From an optimization exercise on the open Yosys and OpenROAD flow, aimed at small area, a short achievable clock period and few clock cycles per item; shortcuts taken in it are not production practice.
Only simulation tests tie the RTL to the original design; equivalence was not proved.
Power is estimated from default activity; no workload was simulated.

==> v38 <==
Design mix_unit, start of the top module:
module mix_unit (
    input  wire        clk,
    input  wire        rst,         
    input  wire        in_valid,
    output reg         in_ready,
    input  wire        in_last,     
    input  wire [23:0] in_x,        
    input  wire [23:0] in_g,        
    input  wire [1:0]  in_op,       
    input  wire [4:0]  in_sink,
    output reg         out_valid,
    output reg  [4:0]  out_sink,
    output reg  [23:0] out_value,   
    output reg         out_sat,     
    output reg         out_aov      
);
export LEC_CHECK = 0
export CAP_MARGIN = 20
export CORE_MARGIN = 2
export CORE_UTILIZATION = 55
export CTS_CLUSTER_DIAMETER = 100
export CTS_CLUSTER_SIZE = 25
export PLACE_DENSITY = 0.7
export SLEW_MARGIN = 20
create_clock -name core_clock -period 13.0 [get_ports {clk}]
standard.sh (not shown) runs the stock make flow with config.mk's settings and CLKGATE_MAP_FILE= SYNTH_SCRIPT=/design/flow/synth_recipe.tcl, a recipe that flattens the netlist after the stock synthesis.
==> flow/flow/run.sh <==
#!/bin/bash
# Standard layout, with timing repair aimed below the clock period: repair
# treats any path slower than (period - SETUP_SLACK_MARGIN) as failing.
set -euo pipefail
bash standard.sh SETUP_SLACK_MARGIN=9.0 finish > flow.log 2>&1
==> v4 (differences from v38) <==
--- a/flow/design.v
+++ b/flow/design.v
@@ -200,18 +200,31 @@
         for (vi = 0; vi < NV; vi = vi + 1)
             v_used = v_used + {3'd0, vv[vi]};
     end
     wire [3:0] v_need = {3'd0, s2_cap} + {3'd0, s1_v & ~s1_same} +
                         {3'd0, s0_v & ~s0_same} + 4'd2;
     wire v_room = (v_used + v_need <= NV);
-    wire [24:0] r_sat = (|v_hit) ? v_hd : sat25(wo[rp] ? port2 : 40'd0);
+    reg        r_v;
+    reg [4:0]  r_sink;
+    reg        r_aov;
+    reg        r_hit;
+    reg [24:0] r_hd;
+    reg [39:0] r_raw;
     always @(posedge clk) begin
-        out_sink  <= rp;
+        r_sink <= rp;
+        r_aov  <= aov_o;
+        r_hit  <= |v_hit;
+        r_hd   <= v_hd;
+        r_raw  <= wo[rp] ? port2 : 40'd0;
+    end
+    wire [24:0] r_sat = r_hit ? r_hd : sat25(r_raw);
+    always @(posedge clk) begin
+        out_sink  <= r_sink;
         out_value <= r_sat[23:0];
         out_sat   <= r_sat[24];
-        out_aov   <= aov_o;
+        out_aov   <= r_aov;
     end
     reg  pdone;                   
     reg  block;                   
     wire done_now = pdone | (wb_valid & wb_last);
     wire swap     = done_now & (~ro_act | (ro_go & (rp == 5'd31)));
     wire lw_s2    = s2_v & s2_last;
@@ -228,18 +241,20 @@
             wb_valid  <= 1'b0;
             wn        <= 32'd0;
             aov_n     <= 1'b0;
             pdone     <= 1'b0;
             block     <= 1'b0;
             ro_act    <= 1'b0;
+            r_v       <= 1'b0;
             out_valid <= 1'b0;
             vv        <= {NV{1'b0}};
         end else begin
             s1_v      <= s0_v;
             s2_v      <= s1_v;
-            out_valid <= ro_go;
+            r_v       <= ro_go;
+            out_valid <= r_v;
             block     <= block_n;
             in_ready  <= ~block_n & v_room;
             wb_valid  <= cur_valid;
             if (s2_v)
                 cur_valid <= 1'b1;
             if (wb_valid)
==> flow/flow/run.sh (replaced) <==
#!/bin/bash
# Standard layout, with timing repair aimed below the clock period: repair
# treats any path slower than (period - SETUP_SLACK_MARGIN) as failing.
set -euo pipefail
bash standard.sh SETUP_SLACK_MARGIN=9.3 finish > flow.log 2>&1
==> flow/config.mk (replaced) <==
export PLATFORM = sky130hd
export DESIGN_NAME = mix_unit
export DESIGN_NICKNAME = mix_unit
export VERILOG_FILES = /design/flow/design.v
export SDC_FILE = /design/flow/constraint.sdc
export NUM_CORES = 4
export LEC_CHECK = 0
export CAP_MARGIN = 20
export CORE_MARGIN = 2
export CORE_UTILIZATION = 65
export CTS_CLUSTER_DIAMETER = 100
export CTS_CLUSTER_SIZE = 25
export PLACE_DENSITY = 0.78
export SLEW_MARGIN = 20
==> v33 (differences from v38) <==
--- a/flow/design.v
+++ b/flow/design.v
@@ -82,12 +82,14 @@
     reg        cur_valid, wb_valid;
     reg        cur_last, wb_last;
     reg        aov_n, aov_o;
     reg        ro_act;
     reg [4:0]  rp;                
     reg [31:0] rp_sel;            
+    reg        pdone;             
+    wire       done_now = pdone | (wb_valid & wb_last);
     wire [47:0] r0 = s1_rows[47:0];
     wire [47:0] r1 = s1_rows[95:48];
     wire [47:0] r2 = s1_rows[143:96];
     wire [47:0] cs_s = r0 ^ r1 ^ r2;
     wire [47:0] cs_c = {(r0[46:0] & r1[46:0]) | (r0[46:0] & r2[46:0]) |
                         (r1[46:0] & r2[46:0]), 1'b0};
@@ -122,24 +124,29 @@
             bank1 = bank1 | (acc[2*bi+1] & {40{wsel1 ? s1_sel[2*bi+1] : rp_sel[2*bi+1]}});
         end
     end
     wire [39:0] port1    = s1_sink[0] ? bank1 : bank0;
     wire [39:0] port2    = rp[0] ? bank1 : bank0;
     wire [39:0] rd_val   = fwd_c ? cur : fwd_w ? wb : port1;
-    wire        first    = ~s1_same & ~fwd_c & ~fwd_w & ~wn[s1_sink];
+    wire [31:0] wb_bit   = wb_valid ? (32'd1 << wb_sink) : 32'd0;
+    wire [31:0] wo_nxt   = wn | wb_bit;
+    wire        xp       = s1_v & done_now;
+    wire        first    = ~s1_same & ((~fwd_c & ~fwd_w & ~wn[s1_sink]) | xp);
     wire        is_set   = s1_op == OP_SET;
     always @(posedge clk) begin
         s2_last <= s1_last;
         s2_sink <= s1_sink;
         s2_b    <= nop ? 28'd0 : (neg ? ~prod : prod);
         s2_cin  <= s1_v & neg;
         s2_same <= ~s1_v | (s1_same & ~is_set);
         s2_az   <= is_set | first;
-        s2_cap  <= s1_v & first & ro_act & wo[s1_sink];
-        s2_vgt  <= {1'b0, s1_sink} > ({1'b0, rp} + {5'd0, ro_go});
-        s2_veq  <= {1'b0, s1_sink} == ({1'b0, rp} + {5'd0, ro_go});
+        s2_cap  <= s1_v & first & (xp ? (wn[s1_sink] | fwd_w) : (ro_act & wo[s1_sink]));
+        s2_vgt  <= xp ? (s1_sink != 5'd0) :
+                   ({1'b0, s1_sink} > ({1'b0, rp} + {5'd0, ro_go}));
+        s2_veq  <= xp ? (s1_sink == 5'd0) :
+                   ({1'b0, s1_sink} == ({1'b0, rp} + {5'd0, ro_go}));
         s2_a    <= rd_val;
     end
     wire [39:0] a_new = s2_a & {40{~s2_az}};
     wire [40:0] b_op  = {{12{s2_b[27]}}, s2_b, s2_cin};
     wire [40:0] sum_c = {cur,   1'b1} + b_op;
     wire [40:0] sum_a = {a_new, 1'b1} + b_op;
@@ -200,27 +207,40 @@
         for (vi = 0; vi < NV; vi = vi + 1)
             v_used = v_used + {3'd0, vv[vi]};
     end
     wire [3:0] v_need = {3'd0, s2_cap} + {3'd0, s1_v & ~s1_same} +
                         {3'd0, s0_v & ~s0_same} + 4'd2;
     wire v_room = (v_used + v_need <= NV);
-    wire [24:0] r_sat = (|v_hit) ? v_hd : sat25(wo[rp] ? port2 : 40'd0);
+    reg        r_v;
+    reg [4:0]  r_sink;
+    reg        r_aov;
+    reg        r_hit;
+    reg [24:0] r_hd;
+    reg [39:0] r_raw;
     always @(posedge clk) begin
-        out_sink  <= rp;
+        r_sink <= rp;
+        r_aov  <= aov_o;
+        r_hit  <= |v_hit;
+        r_hd   <= v_hd;
+        r_raw  <= wo[rp] ? port2 : 40'd0;
+    end
+    wire [24:0] r_sat = r_hit ? r_hd : sat25(r_raw);
+    always @(posedge clk) begin
+        out_sink  <= r_sink;
         out_value <= r_sat[23:0];
         out_sat   <= r_sat[24];
-        out_aov   <= aov_o;
+        out_aov   <= r_aov;
     end
-    reg  pdone;                   
+    reg  [6:0] ro_age;            
+    wire ro_late  = ro_act & ro_age[6] & ro_age[4];
     reg  block;                   
-    wire done_now = pdone | (wb_valid & wb_last);
     wire swap     = done_now & (~ro_act | (ro_go & (rp == 5'd31)));
+    wire lw_s1    = s1_v & s1_last;
     wire lw_s2    = s2_v & s2_last;
-    wire early    = lw_s2 & ~ro_act & ~done_now & ~(cur_valid & cur_last);
-    wire young    = (s0_v & s0_last) | (s1_v & s1_last);
-    wire unblock  = ~young & ((swap & ~lw_s2) | early);
+    wire early    = lw_s1 & ~lw_s2 & ~ro_act & ~done_now & ~(cur_valid & cur_last);
+    wire unblock  = ~(s0_v & s0_last) & ((swap & ~lw_s1 & ~lw_s2) | early);
     wire block_n  = (accept & in_last) | (block & ~unblock);
     always @(posedge clk) begin
         if (rst) begin
             in_ready  <= 1'b1;
             s1_v      <= 1'b0;
             s2_v      <= 1'b0;
@@ -228,20 +248,24 @@
             wb_valid  <= 1'b0;
             wn        <= 32'd0;
             aov_n     <= 1'b0;
             pdone     <= 1'b0;
             block     <= 1'b0;
             ro_act    <= 1'b0;
+            r_v       <= 1'b0;
             out_valid <= 1'b0;
             vv        <= {NV{1'b0}};
         end else begin
             s1_v      <= s0_v;
             s2_v      <= s1_v;
-            out_valid <= ro_go;
+            r_v       <= ro_go;
+            out_valid <= r_v;
             block     <= block_n;
-            in_ready  <= ~block_n & v_room;
+            in_ready  <= ~block_n & v_room & ~ro_late;
+            if (ro_act & ~ro_late)
+                ro_age <= ro_age + 7'd1;
             wb_valid  <= cur_valid;
             if (s2_v)
                 cur_valid <= 1'b1;
             if (wb_valid)
                 wn[wb_sink] <= 1'b1;
             if (s2_same ? ovf_c : ovf_a)
@@ -254,20 +278,21 @@
                 if (rp == 5'd31)
                     ro_act <= 1'b0;
             end
             vv <= (vv & ~(ro_go ? v_hit : {NV{1'b0}})) |
                   (v_keep ? v_alloc : {NV{1'b0}});
             if (swap) begin
-                wo        <= wn | (wb_valid ? (32'd1 << wb_sink) : 32'd0);
+                wo        <= wo_nxt;
                 wn        <= 32'd0;
                 aov_o     <= aov_n;
                 aov_n     <= 1'b0;
                 pdone     <= 1'b0;
                 cur_valid <= 1'b0;
                 wb_valid  <= 1'b0;
                 ro_act    <= 1'b1;
+                ro_age    <= 7'd0;
                 rp        <= 5'd0;
                 rp_sel    <= 32'd1;
             end
         end
     end
 endmodule
==> flow/flow/run.sh (replaced) <==
#!/bin/bash
# Standard layout, with timing repair aimed below the clock period: repair
# treats any path slower than (period - SETUP_SLACK_MARGIN) as failing.
set -euo pipefail
bash standard.sh SETUP_SLACK_MARGIN=9.3 finish > flow.log 2>&1
==> comparison table <==
item                                                             v38           v4          v33
GR met2 Demand/Resource                                       48.44%       53.77%       48.07%
Total core area                                          163100 um^2  141100 um^2  167000 um^2
Number of iterations in the first detailed-routing pass            6            9            6
Worst Clk Skew                                            0.07892 ns   0.03841 ns   0.04345 ns
CP max stage cell                                             nor4_1         fa_1      dfxtp_2
Sinks on Clock Net                                              2092         2165         2172
Sequential power share                                         52.4%        52.7%        52.7%
Outcome                             no timing/DRC/antenna violations  no timing/DRC/antenna violations  no timing/DRC/antenna violations
Cts bufs inserted                                                 96           98           98
Worst path bufs/invs                                               3            2            1
Placed wire-length estimate after detailed placement       152200 um    144300 um    150800 um
Vias per cell                                                  6.606        6.933        6.608
Post-route cell area                                      97540 um^2   98540 um^2   99370 um^2
Crit path capture type                                      register     register  output port
Share of the clock period used by the worst path              30.77%       29.36%       29.60%
Adder-Cell Fraction of Synth Area                             7.440%       7.328%       7.307%
Ratio of cells with drive above 1 in the final layout         8.579%       8.548%       8.638%
Count of different cell masters after synthesis                   81           79           83
Largest stage delay on the critical path                     0.60 ns      0.49 ns      0.38 ns
Synth top area share                                          53.08%       52.28%       52.26%
Seq pwr                                                    0.00876 W    0.00909 W    0.00912 W
Data required, critical path                                13.70 ns     13.57 ns     10.40 ns
EDFF count, synth                                               1601         1601         1608
Testbench counts of v38, summed over its fixed seeds: cycles 28,021, items 25,835.
Testbench counts of v4, summed over its fixed seeds: cycles 28,029, items 25,835.
Testbench counts of v33, summed over its fixed seeds: cycles 27,833, items 25,835.

separate check: timing with driven ports:
The results above use ideal ports. As a check the final layouts listed here were re-extracted and re-timed, cells and wires unchanged. Step 1 (the two cells are an assumption about what drives the block):
set clk [get_ports {clk}]
set_driving_cell -lib_cell sky130_fd_sc_hd__clkbuf_16 $clk
set_driving_cell -lib_cell sky130_fd_sc_hd__buf_2 [delete_from_list [all_inputs] $clk]
Step 2 adds t to the input delays and takes it off the output delays; t is the mean of the earliest and latest rising clock arrival at the registers after step 1. Input paths then give back, and output paths get back, about the clock's delay inside the block. Slacks: ideal ports / drivers / drivers and shift; pairs: ideal ports / drivers.
run	t (ns)	setup slack, ns	hold WS [ns]	worst register clock-pin slew, ns
v38	0.850	9.000 / 8.948 / 8.447	0.355 / 0.355 / 0.355	0.12 / 0.12
v4	0.828	9.184 / 9.101 / 8.649	0.332 / 0.332 / 0.332	0.10 / 0.10
v33	0.842	9.153 / 9.063 / 8.675	0.331 / 0.331 / 0.331	0.11 / 0.11
After both steps every run listed still meets setup and hold. The setup slack of v38, which loses most, moves by -0.052 ns with the drivers and by -0.553 ns with both steps.
